This is an optimization exercise on Yosys and OpenROAD, whose aim is small area and a short achievable clock period, not a production implementation. Only simulation tests tie the RTL to the original design; equivalence was not proved. No activity file was given, so power comes from the tool's default toggle rates.

$ cat design/flow/flow/run.sh
#!/bin/bash
set -euo pipefail
bash standard.sh synth > synth.log 2>&1
bash standard.sh SETUP_SLACK_MARGIN=10.3 TNS_END_PERCENT=100 finish > layout.log 2>&1
$ cat design/flow/design.v
module flt_rank_det (
    input  wire        clk,
    input  wire        rst,
    input  wire        sync,
    input  wire        cfg_rank_en,
    input  wire [4:0]  cfg_win,
    input  wire [4:0]  cfg_k,
    input  wire        cfg_suppress,
    input  wire [15:0] cfg_settle_base,
    input  wire [4:0]  cfg_pk_log2,
    input  wire [4:0]  cfg_rms_log2,
    input  wire [3:0]  cfg_atk,
    input  wire [3:0]  cfg_dcy,
    input  wire        in_valid,
    input  wire [15:0] in_data,
    output reg         out_valid,
    output reg  [15:0] out_data,
    output reg         out_settling,
    output reg         env_valid,
    output wire [15:0] env,
    output reg         env_ok,
    output reg         pk_valid,
    output wire [15:0] pk,
    output wire        pk_ok,
    output reg         rms_valid,
    output wire [15:0] rms,
    output wire        rms_ok
);
    integer i;
    wire restart = rst | sync;
    wire [3:0] win_i = cfg_win[4] ? 4'd15 :
                       (cfg_win < 5'd3) ? 4'd3 :
                       cfg_win[0] ? cfg_win[3:0] : cfg_win[3:0] - 4'd1;
    wire [3:0] km1_i = (cfg_k == 5'd0) ? 4'd0 :
                       (cfg_k > {1'b0, win_i}) ? win_i - 4'd1 : cfg_k[3:0] - 4'd1;
    wire [4:0] pk_i  = (cfg_pk_log2 < 5'd4) ? 5'd4 :
                       (cfg_pk_log2 > 5'd16) ? 5'd16 : cfg_pk_log2;
    wire [4:0] rms_i = (cfg_rms_log2 < 5'd4) ? 5'd4 :
                       (cfg_rms_log2 > 5'd16) ? 5'd16 : cfg_rms_log2;
    reg        c_rank_en;
    reg [3:0]  win;           
    reg [3:0]  km1;           
    reg        c_sup;
    reg [4:0]  pk_n;          
    reg [4:0]  rms_n;         
    reg [3:0]  c_atk;
    reg [3:0]  c_dcy;
    always @(posedge clk) begin
        if (restart) begin
            c_rank_en <= cfg_rank_en;
            win       <= win_i;
            km1       <= km1_i;
            c_sup     <= cfg_suppress;
            pk_n      <= pk_i;
            rms_n     <= rms_i;
            c_atk     <= cfg_atk;
            c_dcy     <= cfg_dcy;
        end
    end
    reg [14:0] inw;
    always @* begin
        for (i = 0; i < 15; i = i + 1)
            inw[i] = (i < win);
    end
    reg [15:0] xa;
    reg        va;
    reg        r1;
    always @(posedge clk) begin
        xa <= in_data;
        va <= in_valid;
        r1 <= restart;
    end
    wire bv_en = va & ~r1;
    reg [15:0] w [0:14];
    reg [14:0] vld;
    reg [3:0]  dr [1:14];     
    reg [3:0]  dr_x;          
    reg        bv;
    function le16;
        input [15:0] a;
        input [15:0] b;
        reg   [15:0] au, bu;
        reg          c;
        integer      k;
        begin
            au = ~a; au[15] = a[15];
            bu = b;  bu[15] = ~b[15];
            c  = 1'b1;
            for (k = 0; k < 16; k = k + 1)
                c = (au[k] & bu[k]) | (au[k] & c) | (bu[k] & c);
            le16 = c;
        end
    endfunction
    reg [15:0] lv;
    always @* begin
        lv = 16'd0;
        for (i = 2; i < 15; i = i + 2)
            if (win == i + 1 && vld[i])
                lv = w[i];
    end
    wire zx = xa[15] | (xa == 16'd0);    
    reg [13:0] cb;    
    reg [13:0] db;    
    always @* begin
        for (i = 0; i < 14; i = i + 1) begin
            cb[i] = vld[i] ? le16(xa, w[i]) : zx;
            db[i] = vld[i] & !le16(w[i], lv);
        end
    end
    reg [3:0] dr_x0;
    always @* begin
        dr_x0 = 4'd0;
        for (i = 0; i < 15; i = i + 1)
            if (i < win)
                dr_x0 = dr_x0 ^ (i[3:0] - km1);
    end
    reg [3:0] dr0;
    always @* begin
        dr0 = dr_x;
        for (i = 1; i < 15; i = i + 1)
            if (inw[i])
                dr0 = dr0 ^ dr[i];
    end
    always @(posedge clk) begin
        bv <= bv_en;
        if (r1) begin
            vld  <= 15'd0;
            dr_x <= dr_x0;
            for (i = 1; i < 15; i = i + 1)
                dr[i] <= i[3:0] - km1;
        end else if (bv_en) begin
            vld   <= {vld[13:0], 1'b1};
            dr[1] <= dr0 + {3'd0, cb[0]} - {3'd0, db[0]};
            for (i = 2; i < 15; i = i + 1)
                dr[i] <= dr[i-1] + {3'd0, cb[i-1]} - {3'd0, db[i-1]};
        end
        if (bv_en) begin
            w[0] <= xa;
            for (i = 1; i < 15; i = i + 1)
                w[i] <= w[i-1];
        end
    end
    reg [15:0] y;
    reg        hit_old;
    always @* begin
        hit_old = 1'b0;
        for (i = 1; i < 15; i = i + 1)
            if (inw[i] && dr[i] == 4'd0)
                hit_old = 1'b1;
        y = (!c_rank_en || !hit_old) ? w[0] : 16'd0;
        for (i = 1; i < 15; i = i + 1)
            if (c_rank_en && inw[i] && vld[i] && dr[i] == 4'd0)
                y = y | w[i];
    end
    wire [14:0] ymag = y[15] ? (~y[14:0] + {14'd0, (y[14:0] != 15'd0)}) : y[14:0];
    reg [15:0] scnt;          
    reg [3:0]  wcnt;          
    reg [15:0] pos;           
    reg [14:0] mag;
    reg [14:0] mag_n;         
    reg        cv;
    reg        c_pklast;
    reg        c_rmslast;
    wire settling_now = (scnt != 16'd0) || (wcnt != 4'd0);
    reg [15:0] pk_mask, rms_mask;
    always @* begin
        for (i = 0; i < 16; i = i + 1) begin
            pk_mask[i]  = (i < pk_n);
            rms_mask[i] = (i < rms_n);
        end
    end
    always @(posedge clk) begin
        cv        <= bv & ~r1;
        out_valid <= bv & ~r1 & ~restart & ~(c_sup & settling_now);
        out_data     <= y;
        mag          <= ymag;
        mag_n        <= ~ymag;
        out_settling <= settling_now;
        c_pklast     <= &(pos | ~pk_mask);
        c_rmslast    <= &(pos | ~rms_mask);
        if (restart)
            scnt <= cfg_settle_base;
        else if (bv && !r1 && wcnt == 4'd0 && scnt != 16'd0)
            scnt <= scnt - 16'd1;
        if (r1) begin
            wcnt <= c_rank_en ? win - 4'd1 : 4'd0;
            pos  <= 16'd0;
        end else if (bv) begin
            if (wcnt != 4'd0)
                wcnt <= wcnt - 4'd1;
            pos <= pos + 16'd1;
        end
    end
    reg  [30:0] e_b;
    wire [30:0] xb      = {mag, 1'b1, 15'd0};
    wire        rising  = {mag, 1'b1} > e_b[30:15];
    wire signed [31:0] env_d = $signed({1'b0, xb}) - $signed({1'b0, e_b});
    wire [3:0]  env_sh  = rising ? c_atk : c_dcy;
    wire signed [31:0] env_step = env_d >>> env_sh;
    wire [30:0] e_next  = e_b + env_step[30:0];
    assign env = {1'b0, e_b[30:16]};
    reg  [14:0] pk_acc;
    reg         pk_bok;
    reg         pk_first;
    assign pk    = {1'b0, pk_acc};
    assign pk_ok = pk_bok;
    reg  [45:0] acc_s, acc_c;
    reg         rms_bok;
    reg         rms_first;
    reg         sq_ld;
    wire [45:0] acc_sm = rms_first ? 46'd0 : acc_s;
    wire [45:0] acc_cm = rms_first ? 46'd0 : acc_c;
    wire [45:0] tr_s, tr_c;
    wire [14:0] msq = ~mag_n;
    wire ts1;
    wire tc2;
    assign ts1 = (msq[0] & msq[13]) ^ (msq[1] & msq[12]);
    assign tc2 = (msq[0] & msq[13]) & (msq[1] & msq[12]);
    wire ts3;
    wire tc4;
    assign ts3 = (msq[0] & msq[14]) ^ (msq[1] & msq[13]);
    assign tc4 = (msq[0] & msq[14]) & (msq[1] & msq[13]);
    wire ts5;
    wire tc6;
    assign ts5 = (msq[1] & msq[14]) ^ (msq[2] & msq[13]) ^ (msq[3] & msq[12]);
    assign tc6 = ((msq[1] & msq[14]) & (msq[2] & msq[13])) | ((msq[1] & msq[14]) & (msq[3] & msq[12])) | ((msq[2] & msq[13]) & (msq[3] & msq[12]));
    wire ts7;
    wire tc8;
    assign ts7 = (msq[0] & msq[7]) ^ (msq[1] & msq[6]);
    assign tc8 = (msq[0] & msq[7]) & (msq[1] & msq[6]);
    wire ts9;
    wire tc10;
    assign ts9 = (msq[0] & msq[8]) ^ (msq[1] & msq[7]);
    assign tc10 = (msq[0] & msq[8]) & (msq[1] & msq[7]);
    wire ts11;
    wire tc12;
    assign ts11 = (msq[0] & msq[9]) ^ (msq[1] & msq[8]) ^ (msq[2] & msq[7]);
    assign tc12 = ((msq[0] & msq[9]) & (msq[1] & msq[8])) | ((msq[0] & msq[9]) & (msq[2] & msq[7])) | ((msq[1] & msq[8]) & (msq[2] & msq[7]));
    wire ts13;
    wire tc14;
    assign ts13 = (msq[3] & msq[6]) ^ (msq[4] & msq[5]);
    assign tc14 = (msq[3] & msq[6]) & (msq[4] & msq[5]);
    wire ts15;
    wire tc16;
    assign ts15 = (msq[0] & msq[10]) ^ (msq[1] & msq[9]) ^ (msq[2] & msq[8]);
    assign tc16 = ((msq[0] & msq[10]) & (msq[1] & msq[9])) | ((msq[0] & msq[10]) & (msq[2] & msq[8])) | ((msq[1] & msq[9]) & (msq[2] & msq[8]));
    wire ts17;
    wire tc18;
    assign ts17 = (msq[3] & msq[7]) ^ (msq[4] & msq[6]);
    assign tc18 = (msq[3] & msq[7]) & (msq[4] & msq[6]);
    wire ts19;
    wire tc20;
    assign ts19 = (msq[0] & msq[11]) ^ (msq[1] & msq[10]) ^ (msq[2] & msq[9]);
    assign tc20 = ((msq[0] & msq[11]) & (msq[1] & msq[10])) | ((msq[0] & msq[11]) & (msq[2] & msq[9])) | ((msq[1] & msq[10]) & (msq[2] & msq[9]));
    wire ts21;
    wire tc22;
    assign ts21 = (msq[3] & msq[8]) ^ (msq[4] & msq[7]) ^ (msq[5] & msq[6]);
    assign tc22 = ((msq[3] & msq[8]) & (msq[4] & msq[7])) | ((msq[3] & msq[8]) & (msq[5] & msq[6])) | ((msq[4] & msq[7]) & (msq[5] & msq[6]));
    wire ts23;
    wire tc24;
    assign ts23 = msq[6] ^ acc_sm[12];
    assign tc24 = msq[6] & acc_sm[12];
    wire ts25;
    wire tc26;
    assign ts25 = (msq[0] & msq[12]) ^ (msq[1] & msq[11]) ^ (msq[2] & msq[10]);
    assign tc26 = ((msq[0] & msq[12]) & (msq[1] & msq[11])) | ((msq[0] & msq[12]) & (msq[2] & msq[10])) | ((msq[1] & msq[11]) & (msq[2] & msq[10]));
    wire ts27;
    wire tc28;
    assign ts27 = (msq[3] & msq[9]) ^ (msq[4] & msq[8]) ^ (msq[5] & msq[7]);
    assign tc28 = ((msq[3] & msq[9]) & (msq[4] & msq[8])) | ((msq[3] & msq[9]) & (msq[5] & msq[7])) | ((msq[4] & msq[8]) & (msq[5] & msq[7]));
    wire ts29;
    wire tc30;
    assign ts29 = acc_sm[13] ^ acc_cm[13];
    assign tc30 = acc_sm[13] & acc_cm[13];
    wire ts31;
    wire tc32;
    assign ts31 = ts1 ^ (msq[2] & msq[11]) ^ (msq[3] & msq[10]);
    assign tc32 = (ts1 & (msq[2] & msq[11])) | (ts1 & (msq[3] & msq[10])) | ((msq[2] & msq[11]) & (msq[3] & msq[10]));
    wire ts33;
    wire tc34;
    assign ts33 = (msq[4] & msq[9]) ^ (msq[5] & msq[8]) ^ (msq[6] & msq[7]);
    assign tc34 = ((msq[4] & msq[9]) & (msq[5] & msq[8])) | ((msq[4] & msq[9]) & (msq[6] & msq[7])) | ((msq[5] & msq[8]) & (msq[6] & msq[7]));
    wire ts35;
    wire tc36;
    assign ts35 = msq[7] ^ acc_sm[14] ^ acc_cm[14];
    assign tc36 = (msq[7] & acc_sm[14]) | (msq[7] & acc_cm[14]) | (acc_sm[14] & acc_cm[14]);
    wire ts37;
    wire tc38;
    assign ts37 = tc2 ^ ts3 ^ (msq[2] & msq[12]);
    assign tc38 = (tc2 & ts3) | (tc2 & (msq[2] & msq[12])) | (ts3 & (msq[2] & msq[12]));
    wire ts39;
    wire tc40;
    assign ts39 = (msq[3] & msq[11]) ^ (msq[4] & msq[10]) ^ (msq[5] & msq[9]);
    assign tc40 = ((msq[3] & msq[11]) & (msq[4] & msq[10])) | ((msq[3] & msq[11]) & (msq[5] & msq[9])) | ((msq[4] & msq[10]) & (msq[5] & msq[9]));
    wire ts41;
    wire tc42;
    assign ts41 = (msq[6] & msq[8]) ^ acc_sm[15] ^ acc_cm[15];
    assign tc42 = ((msq[6] & msq[8]) & acc_sm[15]) | ((msq[6] & msq[8]) & acc_cm[15]) | (acc_sm[15] & acc_cm[15]);
    wire ts43;
    wire tc44;
    assign ts43 = tc4 ^ ts5 ^ (msq[4] & msq[11]);
    assign tc44 = (tc4 & ts5) | (tc4 & (msq[4] & msq[11])) | (ts5 & (msq[4] & msq[11]));
    wire ts45;
    wire tc46;
    assign ts45 = (msq[5] & msq[10]) ^ (msq[6] & msq[9]) ^ (msq[7] & msq[8]);
    assign tc46 = ((msq[5] & msq[10]) & (msq[6] & msq[9])) | ((msq[5] & msq[10]) & (msq[7] & msq[8])) | ((msq[6] & msq[9]) & (msq[7] & msq[8]));
    wire ts47;
    wire tc48;
    assign ts47 = msq[8] ^ acc_sm[16] ^ acc_cm[16];
    assign tc48 = (msq[8] & acc_sm[16]) | (msq[8] & acc_cm[16]) | (acc_sm[16] & acc_cm[16]);
    wire ts49;
    wire tc50;
    assign ts49 = tc6 ^ (msq[2] & msq[14]) ^ (msq[3] & msq[13]);
    assign tc50 = (tc6 & (msq[2] & msq[14])) | (tc6 & (msq[3] & msq[13])) | ((msq[2] & msq[14]) & (msq[3] & msq[13]));
    wire ts51;
    wire tc52;
    assign ts51 = (msq[4] & msq[12]) ^ (msq[5] & msq[11]) ^ (msq[6] & msq[10]);
    assign tc52 = ((msq[4] & msq[12]) & (msq[5] & msq[11])) | ((msq[4] & msq[12]) & (msq[6] & msq[10])) | ((msq[5] & msq[11]) & (msq[6] & msq[10]));
    wire ts53;
    wire tc54;
    assign ts53 = (msq[7] & msq[9]) ^ acc_sm[17] ^ acc_cm[17];
    assign tc54 = ((msq[7] & msq[9]) & acc_sm[17]) | ((msq[7] & msq[9]) & acc_cm[17]) | (acc_sm[17] & acc_cm[17]);
    wire ts55;
    wire tc56;
    assign ts55 = (msq[3] & msq[14]) ^ (msq[4] & msq[13]) ^ (msq[5] & msq[12]);
    assign tc56 = ((msq[3] & msq[14]) & (msq[4] & msq[13])) | ((msq[3] & msq[14]) & (msq[5] & msq[12])) | ((msq[4] & msq[13]) & (msq[5] & msq[12]));
    wire ts57;
    wire tc58;
    assign ts57 = (msq[6] & msq[11]) ^ (msq[7] & msq[10]) ^ (msq[8] & msq[9]);
    assign tc58 = ((msq[6] & msq[11]) & (msq[7] & msq[10])) | ((msq[6] & msq[11]) & (msq[8] & msq[9])) | ((msq[7] & msq[10]) & (msq[8] & msq[9]));
    wire ts59;
    wire tc60;
    assign ts59 = msq[9] ^ acc_sm[18] ^ acc_cm[18];
    assign tc60 = (msq[9] & acc_sm[18]) | (msq[9] & acc_cm[18]) | (acc_sm[18] & acc_cm[18]);
    wire ts61;
    wire tc62;
    assign ts61 = (msq[4] & msq[14]) ^ (msq[5] & msq[13]) ^ (msq[6] & msq[12]);
    assign tc62 = ((msq[4] & msq[14]) & (msq[5] & msq[13])) | ((msq[4] & msq[14]) & (msq[6] & msq[12])) | ((msq[5] & msq[13]) & (msq[6] & msq[12]));
    wire ts63;
    wire tc64;
    assign ts63 = (msq[7] & msq[11]) ^ (msq[8] & msq[10]) ^ acc_sm[19];
    assign tc64 = ((msq[7] & msq[11]) & (msq[8] & msq[10])) | ((msq[7] & msq[11]) & acc_sm[19]) | ((msq[8] & msq[10]) & acc_sm[19]);
    wire ts65;
    wire tc66;
    assign ts65 = (msq[5] & msq[14]) ^ (msq[6] & msq[13]) ^ (msq[7] & msq[12]);
    assign tc66 = ((msq[5] & msq[14]) & (msq[6] & msq[13])) | ((msq[5] & msq[14]) & (msq[7] & msq[12])) | ((msq[6] & msq[13]) & (msq[7] & msq[12]));
    wire ts67;
    wire tc68;
    assign ts67 = (msq[8] & msq[11]) ^ (msq[9] & msq[10]) ^ msq[10];
    assign tc68 = ((msq[8] & msq[11]) & (msq[9] & msq[10])) | ((msq[8] & msq[11]) & msq[10]) | ((msq[9] & msq[10]) & msq[10]);
    wire ts69;
    wire tc70;
    assign ts69 = (msq[6] & msq[14]) ^ (msq[7] & msq[13]) ^ (msq[8] & msq[12]);
    assign tc70 = ((msq[6] & msq[14]) & (msq[7] & msq[13])) | ((msq[6] & msq[14]) & (msq[8] & msq[12])) | ((msq[7] & msq[13]) & (msq[8] & msq[12]));
    wire ts71;
    wire tc72;
    assign ts71 = (msq[7] & msq[14]) ^ (msq[8] & msq[13]) ^ (msq[9] & msq[12]);
    assign tc72 = ((msq[7] & msq[14]) & (msq[8] & msq[13])) | ((msq[7] & msq[14]) & (msq[9] & msq[12])) | ((msq[8] & msq[13]) & (msq[9] & msq[12]));
    wire ts73;
    wire tc74;
    assign ts73 = (msq[0] & msq[3]) ^ (msq[1] & msq[2]);
    assign tc74 = (msq[0] & msq[3]) & (msq[1] & msq[2]);
    wire ts75;
    wire tc76;
    assign ts75 = (msq[0] & msq[4]) ^ (msq[1] & msq[3]);
    assign tc76 = (msq[0] & msq[4]) & (msq[1] & msq[3]);
    wire ts77;
    wire tc78;
    assign ts77 = (msq[0] & msq[5]) ^ (msq[1] & msq[4]) ^ (msq[2] & msq[3]);
    assign tc78 = ((msq[0] & msq[5]) & (msq[1] & msq[4])) | ((msq[0] & msq[5]) & (msq[2] & msq[3])) | ((msq[1] & msq[4]) & (msq[2] & msq[3]));
    wire ts79;
    wire tc80;
    assign ts79 = msq[3] ^ acc_sm[6];
    assign tc80 = msq[3] & acc_sm[6];
    wire ts81;
    wire tc82;
    assign ts81 = (msq[0] & msq[6]) ^ (msq[1] & msq[5]) ^ (msq[2] & msq[4]);
    assign tc82 = ((msq[0] & msq[6]) & (msq[1] & msq[5])) | ((msq[0] & msq[6]) & (msq[2] & msq[4])) | ((msq[1] & msq[5]) & (msq[2] & msq[4]));
    wire ts83;
    wire tc84;
    assign ts83 = acc_sm[7] ^ acc_cm[7];
    assign tc84 = acc_sm[7] & acc_cm[7];
    wire ts85;
    wire tc86;
    assign ts85 = ts7 ^ (msq[2] & msq[5]) ^ (msq[3] & msq[4]);
    assign tc86 = (ts7 & (msq[2] & msq[5])) | (ts7 & (msq[3] & msq[4])) | ((msq[2] & msq[5]) & (msq[3] & msq[4]));
    wire ts87;
    wire tc88;
    assign ts87 = msq[4] ^ acc_sm[8] ^ acc_cm[8];
    assign tc88 = (msq[4] & acc_sm[8]) | (msq[4] & acc_cm[8]) | (acc_sm[8] & acc_cm[8]);
    wire ts89;
    wire tc90;
    assign ts89 = tc8 ^ ts9 ^ (msq[2] & msq[6]);
    assign tc90 = (tc8 & ts9) | (tc8 & (msq[2] & msq[6])) | (ts9 & (msq[2] & msq[6]));
    wire ts91;
    wire tc92;
    assign ts91 = (msq[3] & msq[5]) ^ acc_sm[9] ^ acc_cm[9];
    assign tc92 = ((msq[3] & msq[5]) & acc_sm[9]) | ((msq[3] & msq[5]) & acc_cm[9]) | (acc_sm[9] & acc_cm[9]);
    wire ts93;
    wire tc94;
    assign ts93 = tc10 ^ ts11 ^ ts13;
    assign tc94 = (tc10 & ts11) | (tc10 & ts13) | (ts11 & ts13);
    wire ts95;
    wire tc96;
    assign ts95 = msq[5] ^ acc_sm[10] ^ acc_cm[10];
    assign tc96 = (msq[5] & acc_sm[10]) | (msq[5] & acc_cm[10]) | (acc_sm[10] & acc_cm[10]);
    wire ts97;
    wire tc98;
    assign ts97 = tc12 ^ tc14 ^ ts15;
    assign tc98 = (tc12 & tc14) | (tc12 & ts15) | (tc14 & ts15);
    wire ts99;
    wire tc100;
    assign ts99 = ts17 ^ acc_sm[11] ^ acc_cm[11];
    assign tc100 = (ts17 & acc_sm[11]) | (ts17 & acc_cm[11]) | (acc_sm[11] & acc_cm[11]);
    wire ts101;
    wire tc102;
    assign ts101 = tc16 ^ tc18 ^ ts19;
    assign tc102 = (tc16 & tc18) | (tc16 & ts19) | (tc18 & ts19);
    wire ts103;
    wire tc104;
    assign ts103 = ts21 ^ ts23 ^ acc_cm[12];
    assign tc104 = (ts21 & ts23) | (ts21 & acc_cm[12]) | (ts23 & acc_cm[12]);
    wire ts105;
    wire tc106;
    assign ts105 = tc20 ^ tc22 ^ tc24;
    assign tc106 = (tc20 & tc22) | (tc20 & tc24) | (tc22 & tc24);
    wire ts107;
    wire tc108;
    assign ts107 = ts25 ^ ts27 ^ ts29;
    assign tc108 = (ts25 & ts27) | (ts25 & ts29) | (ts27 & ts29);
    wire ts109;
    wire tc110;
    assign ts109 = tc26 ^ tc28 ^ tc30;
    assign tc110 = (tc26 & tc28) | (tc26 & tc30) | (tc28 & tc30);
    wire ts111;
    wire tc112;
    assign ts111 = ts31 ^ ts33 ^ ts35;
    assign tc112 = (ts31 & ts33) | (ts31 & ts35) | (ts33 & ts35);
    wire ts113;
    wire tc114;
    assign ts113 = tc32 ^ tc34 ^ tc36;
    assign tc114 = (tc32 & tc34) | (tc32 & tc36) | (tc34 & tc36);
    wire ts115;
    wire tc116;
    assign ts115 = ts37 ^ ts39 ^ ts41;
    assign tc116 = (ts37 & ts39) | (ts37 & ts41) | (ts39 & ts41);
    wire ts117;
    wire tc118;
    assign ts117 = tc38 ^ tc40 ^ tc42;
    assign tc118 = (tc38 & tc40) | (tc38 & tc42) | (tc40 & tc42);
    wire ts119;
    wire tc120;
    assign ts119 = ts43 ^ ts45 ^ ts47;
    assign tc120 = (ts43 & ts45) | (ts43 & ts47) | (ts45 & ts47);
    wire ts121;
    wire tc122;
    assign ts121 = tc44 ^ tc46 ^ tc48;
    assign tc122 = (tc44 & tc46) | (tc44 & tc48) | (tc46 & tc48);
    wire ts123;
    wire tc124;
    assign ts123 = ts49 ^ ts51 ^ ts53;
    assign tc124 = (ts49 & ts51) | (ts49 & ts53) | (ts51 & ts53);
    wire ts125;
    wire tc126;
    assign ts125 = tc50 ^ tc52 ^ tc54;
    assign tc126 = (tc50 & tc52) | (tc50 & tc54) | (tc52 & tc54);
    wire ts127;
    wire tc128;
    assign ts127 = ts55 ^ ts57 ^ ts59;
    assign tc128 = (ts55 & ts57) | (ts55 & ts59) | (ts57 & ts59);
    wire ts129;
    wire tc130;
    assign ts129 = tc56 ^ tc58 ^ tc60;
    assign tc130 = (tc56 & tc58) | (tc56 & tc60) | (tc58 & tc60);
    wire ts131;
    wire tc132;
    assign ts131 = ts61 ^ ts63 ^ acc_cm[19];
    assign tc132 = (ts61 & ts63) | (ts61 & acc_cm[19]) | (ts63 & acc_cm[19]);
    wire ts133;
    wire tc134;
    assign ts133 = tc62 ^ tc64 ^ ts65;
    assign tc134 = (tc62 & tc64) | (tc62 & ts65) | (tc64 & ts65);
    wire ts135;
    wire tc136;
    assign ts135 = ts67 ^ acc_sm[20] ^ acc_cm[20];
    assign tc136 = (ts67 & acc_sm[20]) | (ts67 & acc_cm[20]) | (acc_sm[20] & acc_cm[20]);
    wire ts137;
    wire tc138;
    assign ts137 = tc66 ^ tc68 ^ ts69;
    assign tc138 = (tc66 & tc68) | (tc66 & ts69) | (tc68 & ts69);
    wire ts139;
    wire tc140;
    assign ts139 = (msq[9] & msq[11]) ^ acc_sm[21] ^ acc_cm[21];
    assign tc140 = ((msq[9] & msq[11]) & acc_sm[21]) | ((msq[9] & msq[11]) & acc_cm[21]) | (acc_sm[21] & acc_cm[21]);
    wire ts141;
    wire tc142;
    assign ts141 = tc70 ^ ts71 ^ (msq[10] & msq[11]);
    assign tc142 = (tc70 & ts71) | (tc70 & (msq[10] & msq[11])) | (ts71 & (msq[10] & msq[11]));
    wire ts143;
    wire tc144;
    assign ts143 = msq[11] ^ acc_sm[22] ^ acc_cm[22];
    assign tc144 = (msq[11] & acc_sm[22]) | (msq[11] & acc_cm[22]) | (acc_sm[22] & acc_cm[22]);
    wire ts145;
    wire tc146;
    assign ts145 = tc72 ^ (msq[8] & msq[14]) ^ (msq[9] & msq[13]);
    assign tc146 = (tc72 & (msq[8] & msq[14])) | (tc72 & (msq[9] & msq[13])) | ((msq[8] & msq[14]) & (msq[9] & msq[13]));
    wire ts147;
    wire tc148;
    assign ts147 = (msq[10] & msq[12]) ^ acc_sm[23] ^ acc_cm[23];
    assign tc148 = ((msq[10] & msq[12]) & acc_sm[23]) | ((msq[10] & msq[12]) & acc_cm[23]) | (acc_sm[23] & acc_cm[23]);
    wire ts149;
    wire tc150;
    assign ts149 = (msq[9] & msq[14]) ^ (msq[10] & msq[13]) ^ (msq[11] & msq[12]);
    assign tc150 = ((msq[9] & msq[14]) & (msq[10] & msq[13])) | ((msq[9] & msq[14]) & (msq[11] & msq[12])) | ((msq[10] & msq[13]) & (msq[11] & msq[12]));
    wire ts151;
    wire tc152;
    assign ts151 = msq[12] ^ acc_sm[24] ^ acc_cm[24];
    assign tc152 = (msq[12] & acc_sm[24]) | (msq[12] & acc_cm[24]) | (acc_sm[24] & acc_cm[24]);
    wire ts153;
    wire tc154;
    assign ts153 = (msq[10] & msq[14]) ^ (msq[11] & msq[13]) ^ acc_sm[25];
    assign tc154 = ((msq[10] & msq[14]) & (msq[11] & msq[13])) | ((msq[10] & msq[14]) & acc_sm[25]) | ((msq[11] & msq[13]) & acc_sm[25]);
    wire ts155;
    wire tc156;
    assign ts155 = (msq[11] & msq[14]) ^ (msq[12] & msq[13]) ^ msq[13];
    assign tc156 = ((msq[11] & msq[14]) & (msq[12] & msq[13])) | ((msq[11] & msq[14]) & msq[13]) | ((msq[12] & msq[13]) & msq[13]);
    wire ts157;
    wire tc158;
    assign ts157 = (msq[0] & msq[1]) ^ msq[1];
    assign tc158 = (msq[0] & msq[1]) & msq[1];
    wire ts159;
    wire tc160;
    assign ts159 = (msq[0] & msq[2]) ^ acc_sm[3];
    assign tc160 = (msq[0] & msq[2]) & acc_sm[3];
    wire ts161;
    wire tc162;
    assign ts161 = ts73 ^ msq[2] ^ acc_sm[4];
    assign tc162 = (ts73 & msq[2]) | (ts73 & acc_sm[4]) | (msq[2] & acc_sm[4]);
    wire ts163;
    wire tc164;
    assign ts163 = tc74 ^ ts75 ^ acc_sm[5];
    assign tc164 = (tc74 & ts75) | (tc74 & acc_sm[5]) | (ts75 & acc_sm[5]);
    wire ts165;
    wire tc166;
    assign ts165 = tc76 ^ ts77 ^ ts79;
    assign tc166 = (tc76 & ts77) | (tc76 & ts79) | (ts77 & ts79);
    wire ts167;
    wire tc168;
    assign ts167 = tc78 ^ tc80 ^ ts81;
    assign tc168 = (tc78 & tc80) | (tc78 & ts81) | (tc80 & ts81);
    wire ts169;
    wire tc170;
    assign ts169 = tc82 ^ tc84 ^ ts85;
    assign tc170 = (tc82 & tc84) | (tc82 & ts85) | (tc84 & ts85);
    wire ts171;
    wire tc172;
    assign ts171 = tc86 ^ tc88 ^ ts89;
    assign tc172 = (tc86 & tc88) | (tc86 & ts89) | (tc88 & ts89);
    wire ts173;
    wire tc174;
    assign ts173 = tc90 ^ tc92 ^ ts93;
    assign tc174 = (tc90 & tc92) | (tc90 & ts93) | (tc92 & ts93);
    wire ts175;
    wire tc176;
    assign ts175 = tc94 ^ tc96 ^ ts97;
    assign tc176 = (tc94 & tc96) | (tc94 & ts97) | (tc96 & ts97);
    wire ts177;
    wire tc178;
    assign ts177 = tc98 ^ tc100 ^ ts101;
    assign tc178 = (tc98 & tc100) | (tc98 & ts101) | (tc100 & ts101);
    wire ts179;
    wire tc180;
    assign ts179 = tc102 ^ tc104 ^ ts105;
    assign tc180 = (tc102 & tc104) | (tc102 & ts105) | (tc104 & ts105);
    wire ts181;
    wire tc182;
    assign ts181 = tc106 ^ tc108 ^ ts109;
    assign tc182 = (tc106 & tc108) | (tc106 & ts109) | (tc108 & ts109);
    wire ts183;
    wire tc184;
    assign ts183 = tc110 ^ tc112 ^ ts113;
    assign tc184 = (tc110 & tc112) | (tc110 & ts113) | (tc112 & ts113);
    wire ts185;
    wire tc186;
    assign ts185 = tc114 ^ tc116 ^ ts117;
    assign tc186 = (tc114 & tc116) | (tc114 & ts117) | (tc116 & ts117);
    wire ts187;
    wire tc188;
    assign ts187 = tc118 ^ tc120 ^ ts121;
    assign tc188 = (tc118 & tc120) | (tc118 & ts121) | (tc120 & ts121);
    wire ts189;
    wire tc190;
    assign ts189 = tc122 ^ tc124 ^ ts125;
    assign tc190 = (tc122 & tc124) | (tc122 & ts125) | (tc124 & ts125);
    wire ts191;
    wire tc192;
    assign ts191 = tc126 ^ tc128 ^ ts129;
    assign tc192 = (tc126 & tc128) | (tc126 & ts129) | (tc128 & ts129);
    wire ts193;
    wire tc194;
    assign ts193 = tc130 ^ tc132 ^ ts133;
    assign tc194 = (tc130 & tc132) | (tc130 & ts133) | (tc132 & ts133);
    wire ts195;
    wire tc196;
    assign ts195 = tc134 ^ tc136 ^ ts137;
    assign tc196 = (tc134 & tc136) | (tc134 & ts137) | (tc136 & ts137);
    wire ts197;
    wire tc198;
    assign ts197 = tc138 ^ tc140 ^ ts141;
    assign tc198 = (tc138 & tc140) | (tc138 & ts141) | (tc140 & ts141);
    wire ts199;
    wire tc200;
    assign ts199 = tc142 ^ tc144 ^ ts145;
    assign tc200 = (tc142 & tc144) | (tc142 & ts145) | (tc144 & ts145);
    wire ts201;
    wire tc202;
    assign ts201 = tc146 ^ tc148 ^ ts149;
    assign tc202 = (tc146 & tc148) | (tc146 & ts149) | (tc148 & ts149);
    wire ts203;
    wire tc204;
    assign ts203 = tc150 ^ tc152 ^ ts153;
    assign tc204 = (tc150 & tc152) | (tc150 & ts153) | (tc152 & ts153);
    wire ts205;
    wire tc206;
    assign ts205 = tc154 ^ ts155 ^ acc_sm[26];
    assign tc206 = (tc154 & ts155) | (tc154 & acc_sm[26]) | (ts155 & acc_sm[26]);
    wire ts207;
    wire tc208;
    assign ts207 = tc156 ^ (msq[12] & msq[14]) ^ acc_sm[27];
    assign tc208 = (tc156 & (msq[12] & msq[14])) | (tc156 & acc_sm[27]) | ((msq[12] & msq[14]) & acc_sm[27]);
    wire ts209;
    wire tc210;
    assign ts209 = (msq[13] & msq[14]) ^ msq[14] ^ acc_sm[28];
    assign tc210 = ((msq[13] & msq[14]) & msq[14]) | ((msq[13] & msq[14]) & acc_sm[28]) | (msq[14] & acc_sm[28]);
    wire ts211;
    wire tc212;
    assign ts211 = msq[0] ^ acc_sm[0];
    assign tc212 = msq[0] & acc_sm[0];
    wire ts213;
    wire tc214;
    assign ts213 = acc_sm[1] ^ acc_cm[1];
    assign tc214 = acc_sm[1] & acc_cm[1];
    wire ts215;
    wire tc216;
    assign ts215 = ts157 ^ acc_sm[2] ^ acc_cm[2];
    assign tc216 = (ts157 & acc_sm[2]) | (ts157 & acc_cm[2]) | (acc_sm[2] & acc_cm[2]);
    wire ts217;
    wire tc218;
    assign ts217 = tc158 ^ ts159 ^ acc_cm[3];
    assign tc218 = (tc158 & ts159) | (tc158 & acc_cm[3]) | (ts159 & acc_cm[3]);
    wire ts219;
    wire tc220;
    assign ts219 = tc160 ^ ts161 ^ acc_cm[4];
    assign tc220 = (tc160 & ts161) | (tc160 & acc_cm[4]) | (ts161 & acc_cm[4]);
    wire ts221;
    wire tc222;
    assign ts221 = tc162 ^ ts163 ^ acc_cm[5];
    assign tc222 = (tc162 & ts163) | (tc162 & acc_cm[5]) | (ts163 & acc_cm[5]);
    wire ts223;
    wire tc224;
    assign ts223 = tc164 ^ ts165 ^ acc_cm[6];
    assign tc224 = (tc164 & ts165) | (tc164 & acc_cm[6]) | (ts165 & acc_cm[6]);
    wire ts225;
    wire tc226;
    assign ts225 = tc166 ^ ts167 ^ ts83;
    assign tc226 = (tc166 & ts167) | (tc166 & ts83) | (ts167 & ts83);
    wire ts227;
    wire tc228;
    assign ts227 = tc168 ^ ts169 ^ ts87;
    assign tc228 = (tc168 & ts169) | (tc168 & ts87) | (ts169 & ts87);
    wire ts229;
    wire tc230;
    assign ts229 = tc170 ^ ts171 ^ ts91;
    assign tc230 = (tc170 & ts171) | (tc170 & ts91) | (ts171 & ts91);
    wire ts231;
    wire tc232;
    assign ts231 = tc172 ^ ts173 ^ ts95;
    assign tc232 = (tc172 & ts173) | (tc172 & ts95) | (ts173 & ts95);
    wire ts233;
    wire tc234;
    assign ts233 = tc174 ^ ts175 ^ ts99;
    assign tc234 = (tc174 & ts175) | (tc174 & ts99) | (ts175 & ts99);
    wire ts235;
    wire tc236;
    assign ts235 = tc176 ^ ts177 ^ ts103;
    assign tc236 = (tc176 & ts177) | (tc176 & ts103) | (ts177 & ts103);
    wire ts237;
    wire tc238;
    assign ts237 = tc178 ^ ts179 ^ ts107;
    assign tc238 = (tc178 & ts179) | (tc178 & ts107) | (ts179 & ts107);
    wire ts239;
    wire tc240;
    assign ts239 = tc180 ^ ts181 ^ ts111;
    assign tc240 = (tc180 & ts181) | (tc180 & ts111) | (ts181 & ts111);
    wire ts241;
    wire tc242;
    assign ts241 = tc182 ^ ts183 ^ ts115;
    assign tc242 = (tc182 & ts183) | (tc182 & ts115) | (ts183 & ts115);
    wire ts243;
    wire tc244;
    assign ts243 = tc184 ^ ts185 ^ ts119;
    assign tc244 = (tc184 & ts185) | (tc184 & ts119) | (ts185 & ts119);
    wire ts245;
    wire tc246;
    assign ts245 = tc186 ^ ts187 ^ ts123;
    assign tc246 = (tc186 & ts187) | (tc186 & ts123) | (ts187 & ts123);
    wire ts247;
    wire tc248;
    assign ts247 = tc188 ^ ts189 ^ ts127;
    assign tc248 = (tc188 & ts189) | (tc188 & ts127) | (ts189 & ts127);
    wire ts249;
    wire tc250;
    assign ts249 = tc190 ^ ts191 ^ ts131;
    assign tc250 = (tc190 & ts191) | (tc190 & ts131) | (ts191 & ts131);
    wire ts251;
    wire tc252;
    assign ts251 = tc192 ^ ts193 ^ ts135;
    assign tc252 = (tc192 & ts193) | (tc192 & ts135) | (ts193 & ts135);
    wire ts253;
    wire tc254;
    assign ts253 = tc194 ^ ts195 ^ ts139;
    assign tc254 = (tc194 & ts195) | (tc194 & ts139) | (ts195 & ts139);
    wire ts255;
    wire tc256;
    assign ts255 = tc196 ^ ts197 ^ ts143;
    assign tc256 = (tc196 & ts197) | (tc196 & ts143) | (ts197 & ts143);
    wire ts257;
    wire tc258;
    assign ts257 = tc198 ^ ts199 ^ ts147;
    assign tc258 = (tc198 & ts199) | (tc198 & ts147) | (ts199 & ts147);
    wire ts259;
    wire tc260;
    assign ts259 = tc200 ^ ts201 ^ ts151;
    assign tc260 = (tc200 & ts201) | (tc200 & ts151) | (ts201 & ts151);
    wire ts261;
    wire tc262;
    assign ts261 = tc202 ^ ts203 ^ acc_cm[25];
    assign tc262 = (tc202 & ts203) | (tc202 & acc_cm[25]) | (ts203 & acc_cm[25]);
    wire ts263;
    wire tc264;
    assign ts263 = tc204 ^ ts205 ^ acc_cm[26];
    assign tc264 = (tc204 & ts205) | (tc204 & acc_cm[26]) | (ts205 & acc_cm[26]);
    wire ts265;
    wire tc266;
    assign ts265 = tc206 ^ ts207 ^ acc_cm[27];
    assign tc266 = (tc206 & ts207) | (tc206 & acc_cm[27]) | (ts207 & acc_cm[27]);
    wire ts267;
    wire tc268;
    assign ts267 = tc208 ^ ts209 ^ acc_cm[28];
    assign tc268 = (tc208 & ts209) | (tc208 & acc_cm[28]) | (ts209 & acc_cm[28]);
    wire ts269;
    wire tc270;
    assign ts269 = tc210 ^ acc_sm[29] ^ acc_cm[29];
    assign tc270 = (tc210 & acc_sm[29]) | (tc210 & acc_cm[29]) | (acc_sm[29] & acc_cm[29]);
    wire ts271;
    wire tc272;
    assign ts271 = acc_sm[30] ^ acc_cm[30];
    assign tc272 = acc_sm[30] & acc_cm[30];
    wire ts273;
    wire tc274;
    assign ts273 = acc_sm[31] ^ acc_cm[31];
    assign tc274 = acc_sm[31] & acc_cm[31];
    wire ts275;
    wire tc276;
    assign ts275 = acc_sm[32] ^ acc_cm[32];
    assign tc276 = acc_sm[32] & acc_cm[32];
    wire ts277;
    wire tc278;
    assign ts277 = acc_sm[33] ^ acc_cm[33];
    assign tc278 = acc_sm[33] & acc_cm[33];
    wire ts279;
    wire tc280;
    assign ts279 = acc_sm[34] ^ acc_cm[34];
    assign tc280 = acc_sm[34] & acc_cm[34];
    wire ts281;
    wire tc282;
    assign ts281 = acc_sm[35] ^ acc_cm[35];
    assign tc282 = acc_sm[35] & acc_cm[35];
    wire ts283;
    wire tc284;
    assign ts283 = acc_sm[36] ^ acc_cm[36];
    assign tc284 = acc_sm[36] & acc_cm[36];
    wire ts285;
    wire tc286;
    assign ts285 = acc_sm[37] ^ acc_cm[37];
    assign tc286 = acc_sm[37] & acc_cm[37];
    wire ts287;
    wire tc288;
    assign ts287 = acc_sm[38] ^ acc_cm[38];
    assign tc288 = acc_sm[38] & acc_cm[38];
    wire ts289;
    wire tc290;
    assign ts289 = acc_sm[39] ^ acc_cm[39];
    assign tc290 = acc_sm[39] & acc_cm[39];
    wire ts291;
    wire tc292;
    assign ts291 = acc_sm[40] ^ acc_cm[40];
    assign tc292 = acc_sm[40] & acc_cm[40];
    wire ts293;
    wire tc294;
    assign ts293 = acc_sm[41] ^ acc_cm[41];
    assign tc294 = acc_sm[41] & acc_cm[41];
    wire ts295;
    wire tc296;
    assign ts295 = acc_sm[42] ^ acc_cm[42];
    assign tc296 = acc_sm[42] & acc_cm[42];
    wire ts297;
    wire tc298;
    assign ts297 = acc_sm[43] ^ acc_cm[43];
    assign tc298 = acc_sm[43] & acc_cm[43];
    wire ts299;
    wire tc300;
    assign ts299 = acc_sm[44] ^ acc_cm[44];
    assign tc300 = acc_sm[44] & acc_cm[44];
    wire ts301;
    wire tc302;
    assign ts301 = acc_sm[45] ^ acc_cm[45];
    assign tc302 = acc_sm[45] & acc_cm[45];
    assign tr_s = {tc300, tc298, tc296, tc294, tc292, tc290, tc288, tc286, tc284, tc282, tc280, tc278, tc276, tc274, tc272, tc270, tc268, tc266, tc264, tc262, tc260, tc258, tc256, tc254, tc252, tc250, tc248, tc246, tc244, tc242, tc240, tc238, tc236, tc234, tc232, tc230, tc228, tc226, tc224, tc222, tc220, tc218, tc216, tc214, tc212, ts211};
    assign tr_c = {ts301, ts299, ts297, ts295, ts293, ts291, ts289, ts287, ts285, ts283, ts281, ts279, ts277, ts275, ts273, ts271, ts269, ts267, ts265, ts263, ts261, ts259, ts257, ts255, ts253, ts251, ts249, ts247, ts245, ts243, ts241, ts239, ts237, ts235, ts233, ts231, ts229, ts227, ts225, ts223, ts221, ts219, ts217, ts215, ts213, acc_cm[0]};
    always @(posedge clk) begin
        env_valid <= cv & ~r1 & ~restart;
        pk_valid  <= cv & c_pklast & ~r1 & ~restart;
        sq_ld     <= cv & c_rmslast & ~r1;
        if (r1) begin
            e_b       <= 31'h0000_8000;
            pk_first  <= 1'b1;
            rms_first <= 1'b1;
        end else if (cv) begin
            e_b       <= e_next;
            env_ok    <= !out_settling;
            pk_first  <= c_pklast;
            rms_first <= c_rmslast;
            if (pk_first || mag > pk_acc)
                pk_acc <= mag;
            if (pk_first)
                pk_bok <= !out_settling;
            acc_s <= tr_s;
            acc_c <= tr_c;
            if (rms_first)
                rms_bok <= !out_settling;
        end
    end
    wire [45:0] sum_acc = acc_s + acc_c;
    reg  [43:0] sq_a;
    reg  [4:0]  sq_jm1;       
    always @* begin
        if (rms_n == 5'd4) begin
            sq_a   = {sum_acc[33:2], 12'd0};
            sq_jm1 = 5'd15;
        end else if (rms_n[0]) begin
            sq_a   = {1'b0, sum_acc[45:3]};
            sq_jm1 = 5'd23 - rms_n[4:1];           
        end else begin
            sq_a   = sum_acc[45:2];
            sq_jm1 = 5'd23 - rms_n[4:1];           
        end
    end
    reg  [43:0] sq_op;
    reg  [15:0] sq_root;
    reg  [15:0] sq_rem;
    reg  [4:0]  sq_cnt;
    reg         sq_ok;
    wire [17:0] sq_rem_t = {sq_rem, sq_op[43:42]};
    wire [17:0] sq_trial = {sq_root, 2'b01};
    wire [18:0] sq_diff  = {1'b0, sq_rem_t} - {1'b0, sq_trial};
    wire        sq_take  = !sq_diff[18];
    wire        sq_take0 = sq_a[43] | sq_a[42];
    assign rms    = sq_root;
    assign rms_ok = sq_ok;
    always @(posedge clk) begin
        rms_valid <= (sq_cnt == 5'd1) & ~r1 & ~restart;
        if (r1) begin
            sq_cnt <= 5'd0;
        end else if (sq_ld) begin
            sq_cnt <= sq_jm1;
            sq_ok  <= rms_bok;
        end else if (sq_cnt != 5'd0) begin
            sq_cnt <= sq_cnt - 5'd1;
        end
        if (sq_ld) begin
            sq_op   <= {sq_a[41:0], 2'b00};
            sq_root <= {15'd0, sq_take0};
            sq_rem  <= {14'd0, sq_a[43:42] - {1'b0, sq_take0}};
        end else begin
            sq_op   <= {sq_op[41:0], 2'b00};
            sq_rem  <= sq_take ? sq_diff[15:0] : sq_rem_t[15:0];
            if (sq_cnt == 5'd1)
                sq_root <= sq_root + {15'd0, sq_take};
            else
                sq_root <= {sq_root[14:0], sq_take};
        end
    end
endmodule
$ cat design/flow/standard.sh
#!/bin/bash
# synth_recipe.tcl (not shown) runs the flow's synth.tcl, then flattens the netlist and writes it again
# the make line also repeats each setting of config.mk as NAME=value (left out here)
make -C /OpenROAD-flow-scripts/flow DESIGN_CONFIG=/design/flow/config.mk WORK_HOME=/design/flow/orfs CLKGATE_MAP_FILE= SYNTH_SCRIPT=/design/flow/synth_recipe.tcl "${@:-finish}"
$ cat design/flow/constraint.sdc
create_clock -name core_clock -period 15.0 [get_ports {clk}]
set_input_delay 3.0000 -clock core_clock [delete_from_list [all_inputs] [get_ports {clk}]]
set_output_delay 3.0000 -clock core_clock [all_outputs]
set_load 0.01 [all_outputs]
$ cat design/flow/config.mk
export PLATFORM = sky130hd
export DESIGN_NAME = flt_rank_det
export DESIGN_NICKNAME = flt_rank_det
export VERILOG_FILES = /design/flow/design.v
export SDC_FILE = /design/flow/constraint.sdc
export NUM_CORES = 8
export LEC_CHECK = 0
export ABC_AREA = 1
export CAP_MARGIN = 20
export CORE_MARGIN = 2
export CORE_UTILIZATION = 65
export SLEW_MARGIN = 20
==> results of run 1 <==
-- power groups by stage --
stage | registers (mW) | clock network, mW | logic [mW]
3_3_place_gp | 2.63 | 0 | 4.13
5_1_grt | 2.63 | 2.15 | 5.57
6_report | 2.61 | 2.07 | 5.07
3_5_place_dp | 2.64 | 0 | 4.25
2_1_floorplan | 2.52 | 0 | 3.17
4_1_cts | 2.60 | 2.07 | 4.62
-- state kept, by name, summed over array words and instances, names as in the netlist, 16 cells and up --
| register | cells |
|---|---|
| acc_c | 45 |
| pos | 16 |
| scnt | 16 |
| dr | 56 |
| out_data | 16 |
| e_b | 31 |
| sq_root | 16 |
| acc_s | 46 |
| xa | 16 |
| sq_op | 42 |
| w | 240 |
| sq_rem | 16 |
-- final timing paths --
check             slack [ns]    start   endpoint  cells after the start
hold / removal          0.42    c_sup  out_valid                      1
hold reg to reg         0.42    c_sup  out_valid                      1
setup reg to reg        9.77  e_b[18]     e_b[3]                     37
setup / recovery        9.77  e_b[18]     e_b[3]                     37
-- logic make-up (layout without fill, tap and decap cells) --
logic type      after synthesis  count (layout)  synth area share [%]
simple gates               2095            2100                  18.5
compound gates             1282            1282                  16.7
buf+inv                    1213            1558                  10.0
flops                       674             674                  38.5
fa+ha+maj                   378             378                  12.2
xor+xnor                    212             212                  3.97
mux                           7               7                 0.149
other cells                   1               3               0.00799
-- stage by stage --
stage	setup slack, ns	area, um2
2_1_floorplan	10.07	47200
3_3_place_gp	9.25	49200
3_5_place_dp	9.07	49200
4_1_cts	9.96	53900
5_1_grt	9.57	56400
6_report	9.77	56400
-- worst max-delay path: cells and delay by family, from the launching register on --
family	cells	cell delay [ns]
compound gates	7	1.04
xor+xnor	1	0.14
fa+ha+maj	2	0.55
buf+inv	15	1.77
flops	1	0.34
simple gates	12	1.30
-- placed cells by master, fill, tap and decap left out, drive strengths merged, types with 28 or more instances in the layout --
cell type	count
o211ai	38
clkbuf	118
xnor2	50
inv	996
xor2	162
clkdlybuf4s50	129
edfxtp	457
a22oi	54
buf	259
nand3	199
nor3	56
o221ai	80
nand2	1271
or2	32
nand4	51
dfxtp	217
o21ai	370
a21oi	318
o21bai	34
fa	132
o22ai	233
ha	246
nor2	452
clkinv	28
-- final cells by class --
| type | count | area, um2 | area share (%) |
|---|---|---|---|
| diodes | 1 | 2.50 | 0.00444 |
| repair inverters | 9 | 67.6 | 0.120 |
| flip-flops and latches | 674 | 18100 | 32.1 |
| clock buffers | 114 | 2320 | 4.11 |
| well taps | 950 | 1190 | 2.11 |
| multi-input cells | 3981 | 26500 | 47.0 |
| clock inverters | 27 | 447 | 0.792 |
| inverters | 1011 | 4000 | 7.10 |
| repair buffers | 397 | 3780 | 6.71 |
-- repair_timing --
item,4_1_cts,5_1_grt
gates cloned,14,4
hold buffers,0,0
gates resized for setup,253,463
pin swaps,105,238
endpoints found under the setup margin,104,88
buffers inserted,108,102
-- metal layers --
metal | global-route usage (%) | wire (um)
met1 | 53.1 | 58500
met2 | 63.5 | 70500
met3 | 7.75 | 19300
met4 | 22.0 | 10500
met5 | 0 | 13
==> results.cfg, run 1 <==
[synthesis]
ys_seq_area_share_pct = 38.5
ys_top_cells_by_count = 1,258 x nand2_1, 956 x inv_1, 457 x edfxtp_1
async_flop_share_pct = 0
ys_warn_count = 3
synth.most_common_cell = nand2_1
synth_area_leaders = edfxtp_1 29%, nand2_1 10%, dfxtp_1 9.3%, inv_1 7.6%, ha_1 6.6%
ys_ff_latch = 674
synth_edf_count = 457
syn_area_um2 = 46900
yosysTopAreaCellShare_pct = 29.3
yosysUniqueCellTypes = 73
synthFlopType = edfxtp_1
synth.largest_area_cell = edfxtp_1
syn_inst = 5862
syn_avg_cell_area_um2 = 8.00

[clocking]
cts-root-buf = clkbuf_16
h-tree-depth = 3
clock_latency_ns = 0.64
numCtsBuffers = 76
clkSlewWorstSetupHoldPaths_ns = 0.06
clk_path_buf_depth = 3
cts_sinks = 674
tritoncts = built

[timing]
min_period_ns = 5.23
setup_viol = 0
skew_ns = 0.0351
slew_headroom_pct = 25.7
drv_slew = 0
rsz0062_at_grt = yes
min_period_over_period_pct = 34.9
worstMarginPinSlew_ns = 1.11
hold_viol_final = 0
holdWs_ns = 0.422
tns_ns = 0
fmax_mhz = 191

[critical_path]
worstSetupPathType = reg -> reg
cpMostUsedCell = buf_4
cp_data_arrival_time_ns = 5.76
critPathLaunchType = register
crit_path_end_kind = register
cp_slowest_cell = dfxtp_2
max_stage_delay_ns = 0.34
required_ns = 15.53
path_max_fanout = 8

[pwr]
p_leak_nw = 25.1
power.share.switching_pct = 42.8
seqPwrFrac_pct = 26.8
pwr-share-clk_pct = 21.2
power_mw = 9.75
p_switching_mw = 4.18
internal_power_mw = 5.58
p_comb_share_pct = 52.0
pwr_density_cell_nw_per_um2 = 173
vdd_drop_max_uv = 316

[die]
start_util_pct = 65.6
coreArea_um2 = 71500
num_rows = 98
num_io_pins = 138
die_width_um = 273
die-area_um2 = 74300
die_y_um = 273

[routing]
viasPerCell = 6.32
routed_wl_mm = 159
route.vias.total = 45300
drc = 0
ant_nets = 0
drt_iter0_markers = 6882
dr.pass1.iters = 10
routedWlPerCell_um = 22.2

[place]
place.port_buffers = 135
dp_cells = 6794
globalplace.congestion = 1.03
dp_hpwl_mm = 108

[finish]
drive_gt1_share_pct = 15.9
nNetsFinal = 6594
syn_to_final_growth_pct = 20.2
fillers = 5006
utilization_pct = 78.9
final-instance-count-excl-fill = 7164

[global_routing]
grt_pass1_vias = 42100
grt_usage_pct = 40.5
grt_first_pass_wirelength_mm = 234
antenna_found_initial = 2
grt_overflow = 0
grt_max_degree = 181

[worst_hold_path]
hp-class = reg -> reg

[run]
drv_cap = 0

[run_status]
status = complete, no violations
==> run 2: changes to the inputs <==
--- a/design/flow/design.v
+++ b/design/flow/design.v
@@ -31,15 +31,14 @@
     wire [3:0] win_i = cfg_win[4] ? 4'd15 :
                        (cfg_win < 5'd3) ? 4'd3 :
                        cfg_win[0] ? cfg_win[3:0] : cfg_win[3:0] - 4'd1;
-    wire [3:0] km1_i = (cfg_k == 5'd0) ? 4'd0 :
-                       (cfg_k > {1'b0, win_i}) ? win_i - 4'd1 : cfg_k[3:0] - 4'd1;
     wire [4:0] pk_i  = (cfg_pk_log2 < 5'd4) ? 5'd4 :
                        (cfg_pk_log2 > 5'd16) ? 5'd16 : cfg_pk_log2;
     wire [4:0] rms_i = (cfg_rms_log2 < 5'd4) ? 5'd4 :
                        (cfg_rms_log2 > 5'd16) ? 5'd16 : cfg_rms_log2;
     reg        c_rank_en;
     reg [3:0]  win;           
-    reg [3:0]  km1;           
+    reg [14:3] inw_r;         
+    reg [4:0]  c_k;
     reg        c_sup;
     reg [4:0]  pk_n;          
     reg [4:0]  rms_n;         
@@ -49,7 +48,9 @@
         if (restart) begin
             c_rank_en <= cfg_rank_en;
             win       <= win_i;
-            km1       <= km1_i;
+            for (i = 3; i < 15; i = i + 1)
+                inw_r[i] <= (i < win_i);
+            c_k       <= cfg_k;
             c_sup     <= cfg_suppress;
             pk_n      <= pk_i;
             rms_n     <= rms_i;
@@ -57,11 +58,9 @@
             c_dcy     <= cfg_dcy;
         end
     end
-    reg [14:0] inw;
-    always @* begin
-        for (i = 0; i < 15; i = i + 1)
-            inw[i] = (i < win);
-    end
+    wire [3:0] km1 = (c_k == 5'd0) ? 4'd0 :           
+                     (c_k > {1'b0, win}) ? win - 4'd1 : c_k[3:0] - 4'd1;
+    wire [14:0] inw = {inw_r, 3'b111};
     reg [15:0] xa;
     reg        va;
     reg        r1;
@@ -76,35 +75,37 @@
     reg [3:0]  dr [1:14];     
     reg [3:0]  dr_x;          
     reg        bv;
-    function le16;
+    function cmp16;
         input [15:0] a;
         input [15:0] b;
+        input        eq;
         reg   [15:0] au, bu;
         reg          c;
         integer      k;
         begin
             au = ~a; au[15] = a[15];
             bu = b;  bu[15] = ~b[15];
-            c  = 1'b1;
+            c  = eq;
             for (k = 0; k < 16; k = k + 1)
                 c = (au[k] & bu[k]) | (au[k] & c) | (bu[k] & c);
-            le16 = c;
+            cmp16 = c;
         end
     endfunction
     reg [15:0] lv;
+    reg [15:0] lv_nx;
     always @* begin
-        lv = 16'd0;
-        for (i = 2; i < 15; i = i + 2)
-            if (win == i + 1 && vld[i])
-                lv = w[i];
+        lv_nx = 16'd0;
+        for (i = 1; i < 14; i = i + 2)
+            if (inw[i+1] && (i == 13 || !inw[i+2]) && vld[i])
+                lv_nx = w[i];
     end
     wire zx = xa[15] | (xa == 16'd0);    
     reg [13:0] cb;    
     reg [13:0] db;    
     always @* begin
         for (i = 0; i < 14; i = i + 1) begin
-            cb[i] = vld[i] ? le16(xa, w[i]) : zx;
-            db[i] = vld[i] & !le16(w[i], lv);
+            cb[i] = vld[i] ? cmp16(xa, w[i], 1'b1) : zx;
+            db[i] = vld[i] & cmp16(lv, w[i], 1'b0);
         end
     end
     reg [3:0] dr_x0;
@@ -125,11 +126,13 @@
         bv <= bv_en;
         if (r1) begin
             vld  <= 15'd0;
+            lv   <= 16'd0;
             dr_x <= dr_x0;
             for (i = 1; i < 15; i = i + 1)
                 dr[i] <= i[3:0] - km1;
         end else if (bv_en) begin
             vld   <= {vld[13:0], 1'b1};
+            lv    <= lv_nx;
             dr[1] <= dr0 + {3'd0, cb[0]} - {3'd0, db[0]};
             for (i = 2; i < 15; i = i + 1)
                 dr[i] <= dr[i-1] + {3'd0, cb[i-1]} - {3'd0, db[i-1]};
@@ -195,9 +198,11 @@
     wire [30:0] xb      = {mag, 1'b1, 15'd0};
     wire        rising  = {mag, 1'b1} > e_b[30:15];
     wire signed [31:0] env_d = $signed({1'b0, xb}) - $signed({1'b0, e_b});
-    wire [3:0]  env_sh  = rising ? c_atk : c_dcy;
-    wire signed [31:0] env_step = env_d >>> env_sh;
-    wire [30:0] e_next  = e_b + env_step[30:0];
+    wire signed [31:0] st_a = env_d >>> c_atk;
+    wire signed [31:0] st_d = env_d >>> c_dcy;
+    wire [30:0] e_a     = e_b + st_a[30:0];
+    wire [30:0] e_d     = e_b + st_d[30:0];
+    wire [30:0] e_next  = rising ? e_a : e_d;
     assign env = {1'b0, e_b[30:16]};
     reg  [14:0] pk_acc;
     reg         pk_bok;
==> design/flow/flow/run.sh (replaced) <==
#!/bin/bash
# Standard synthesis, then the standard ORFS layout steps with:
# - port buffers of a plain buffer cell (buf_2) rather than the default,
set -euo pipefail
bash standard.sh synth > synth.log 2>&1
bash standard.sh SETUP_SLACK_MARGIN=10.3 TNS_END_PERCENT=100 \
    "BUFFER_PORTS_ARGS=-buffer_cell sky130_fd_sc_hd__buf_2" finish > layout.log 2>&1
==> run 2 against run 1 <==
  * Via count up 4.5%
  * Non-clock buffer count shrank 161
  * Hold slack gained 0.0044 ns
  * Combinational power increased by 3.9%
  * Sequential power rose by 4%
  * Core utilization is 6.3 points lower
==> results.cfg, run 2 <==
[run_status]
status = complete, no violations

[synthesis]
synth_compound_area_share_pct = 15.9
muxShareOfSynthArea_pct = 0.141
synth.largest_area_cell = edfxtp_1
syn_avg_cell_area_um2 = 7.66
ys_seq_area_share_pct = 37.5
yosysUniqueCellTypes = 67
yosysTopAreaCellShare_pct = 28.1
yosys.area_share.simple_pct = 19.9
syn_inst = 6468
synthFlopType = edfxtp_1
synth_edf_count = 463
async_flop_share_pct = 0
ys_warn_count = 4
syn_area_um2 = 49500
ys_ff_latch = 696
synthAdderAreaFrac_pct = 11.6
ys_top_cells_by_count = 1,391 x nand2_1, 1,181 x inv_1, 520 x nor2_1
synth_xor_xnor_area_share_pct = 3.75
synth_top_family_by_area = simple AND/OR/NAND/NOR gates
synth.most_common_cell = nand2_1
synth_area_leaders = edfxtp_1 28%, nand2_1 11%, dfxtp_1 9.4%, inv_1 9.0%, ha_1 6.2%

[timing]
slew_headroom_pct = 16.5
drv_slew = 0
worstMarginPinSlew_ns = 1.25
setup_viol = 0
min_period_over_period_pct = 31.2
rsz0062_at_grt = yes
min_period_ns = 4.68
skew_ns = 0.0467
hold_viol_final = 0
tns_ns = 0
fmax_mhz = 214

[die]
die_width_um = 280
coreArea_um2 = 75700
die_y_um = 280
start_util_pct = 65.4
die-area_um2 = 78400
num_rows = 101
num_io_pins = 138

[finish]
syn_to_final_growth_pct = 10.9
final_common_cell = nand2_1
final_cell_mix = 1,367 x nand2_1, 1,172 x inv_1, 506 x nor2_1, 463 x edfxtp_1, 408 x o22ai_1
multi_input_area_um2 = 26200
regArea_um2 = 18600
largest_register_ffs = 240
drive_gt1_share_pct = 9.08
largest-register = w
fillers = 6052
largest_registers = w (240), dr (56), acc_s (46)
nNetsFinal = 7000

[critical_path]
worstSetupPathType = reg -> reg
cp_data_arrival_time_ns = 5.23
critPathLaunchType = register
crit_path_end_kind = register
path_max_fanout = 13
cp-startpoint = e_b[17]
max_stage_delay_ns = 0.37
cp_slowest_cell = dfxtp_2
r2r_start = e_b[17]
required_ns = 15.55
cpMostUsedCell = nand2_1

[routing]
viasPerCell = 6.22
drc = 0
ant_nets = 0
drt_iter0_markers = 6884
routed_wl_mm = 164
dr.pass1.iters = 7
route.vias.total = 47300
routedWlPerCell_um = 21.6

[pwr]
power_mw = 9.99
vdd_drop_max_uv = 155
p_leak_nw = 25.7
pwr_density_cell_nw_per_um2 = 182

[clocking]
clk_path_buf_depth = 3
clock_latency_ns = 0.65
numCtsBuffers = 79
clkSlewWorstSetupHoldPaths_ns = 0.06
cts_sinks = 696
tritoncts = built
cts-root-buf = clkbuf_16
h-tree-depth = 3
cts-hold-fix-buffers = 0

[global_routing]
grt_overflow = 0
grt_first_pass_wirelength_mm = 248
grt_max_degree = 198
grt_pass1_vias = 44000
antenna_found_initial = 10
grt_usage_pct = 40.8

[place]
place.port_buffers = 135
dp_hpwl_mm = 118
globalplace.congestion = 0.987

[worst_hold_path]
min-delay-start = sq_op[37]
hp-class = reg -> reg

[run]
drv_cap = 0
[run 2: cell count changes in the layout (fill, tap and decap cells not counted), moves of 36 or more]
cell and change:
o21ai_0 +118, a22oi_1 -37, buf_6 -37, nand2_1 +229, inv_1 +266, o22ai_1 +185, nand3_1 +93, o21ai_1 -38
nand2_2 -81, buf_2 +134, inv_2 -36, clkdlybuf4s50_1 -129, nor2_1 +93, buf_4 -109
[run 2: metrics by stage]
step / hold slack, ns / utilization (%) / setup WS [ns] / instances / area [um2]
after floorplan: 0.400 / - / 10.02 / 6469 / 49600
after global placement: 0.403 / 67.1 / 9.42 / 7390 / 50800
after detailed placement: 0.414 / 67.1 / 9.34 / 7390 / 50800
after CTS: 0.425 / 71.1 / 10.25 / 7553 / 53800
after global routing: 0.446 / 72.6 / 10.05 / 7605 / 54900
final: 0.426 / 72.6 / 10.32 / 7609 / 54900
[run 2: where the power goes]
group	leakage [nW]	internal, mW	total (mW)	switching, mW
Combinational	18.1	2.01	5.27	3.26
Sequential	6.28	2.43	2.71	0.281
Clock	1.30	1.17	2.01	0.841
Total	25.7	5.61	9.99	4.38
[run 2: timing repair]
item                       CTS  global route
pin swaps                    4            36
setup endpoints to repair   44            80
cloned                       3             4
buffers inserted            15            40
resized for setup           48           172
[run 2: kinds of logic (layout without fill, tap and decap cells)]
family                     count (synthesis)  count (layout)
and+or+nand+nor                         2381            2383
AOI/OAI and AO/OA                       1350            1351
other                                      1              13
DFF                                      696             696
buffers and inverters                   1443            1591
xor gates and xnor gates                 212             212
adders and majority gates                378             378
muxes                                      7               7
[run 2: per-layer routing]
layer  wire, um  part of all wire (%)  track usage (%)
met4       9070                   5.5             19.8
met1      62700                    38             54.6
met3      20400                    12             9.65
met5          0                     0           0.0625
met2      72000                    44             62.5
[run 2: layout make-up]
class / count / share of cell area (%)
Antenna cell: 11 / 0.0501
Clock buffer: 102 / 3.98
Clock inverter: 43 / 0.840
Inverter: 1209 / 8.41
Multi-Input combinational cell: 4333 / 47.7
Sequential cell: 696 / 33.8
Tap cell: 978 / 2.23
Timing Repair Buffer: 236 / 2.91
Timing Repair inverter: 1 / 0.00911
[run 2: critical path: cells and delay by family, from the launching register on]
kind,cells,cell delay (ns)
AND/OR/NAND/NOR,15,1.99
buffers and inverters,9,1.00
adder cells (fa/ha/maj),2,0.62
AO/OA/AOI/OAI,5,0.61
flip-flops,1,0.37
[run 2: final timing paths]
kind | end | cells past startpoint | slack [ns]
max | e_b[24] | 31 | 10.32
min | sq_op[39] | 2 | 0.43
max reg2reg | e_b[24] | 31 | 10.32
min reg2reg | sq_op[39] | 2 | 0.43

==> afterwards: timing with drivers on the ports <==
The results above use ideal ports. As a check the final layouts listed here were re-extracted and re-timed, cells and wires unchanged.
Step 1, drivers: a clkbuf_16 drives clk and a buf_2 each remaining input, both assumed.
Step 2, shift: input delay + t, output delay - t, t = (earliest + latest rising clock arrival at the registers) / 2. This alone moves slack from input paths to output paths.
a / b / c = no drivers / after step 1 / after step 2; a / b = the first two.
run | t (ns) | slack for setup (ns) | hold WS [ns] | worst setup path at the end | clock arrival spread, ns
run 1 | 0.695 | 9.771 / 9.771 / 9.771 | 0.422 / 0.422 / 0.422 | register to register | 0.035 / 0.035
run 2 | 0.699 | 10.321 / 10.321 / 9.928 | 0.426 / 0.426 / 0.426 | input to register | 0.047 / 0.047
After both steps setup and hold are still met in every run listed. The setup slack of run 2, which loses most, moves by 0.000 ns with the drivers and by -0.393 ns with both steps.
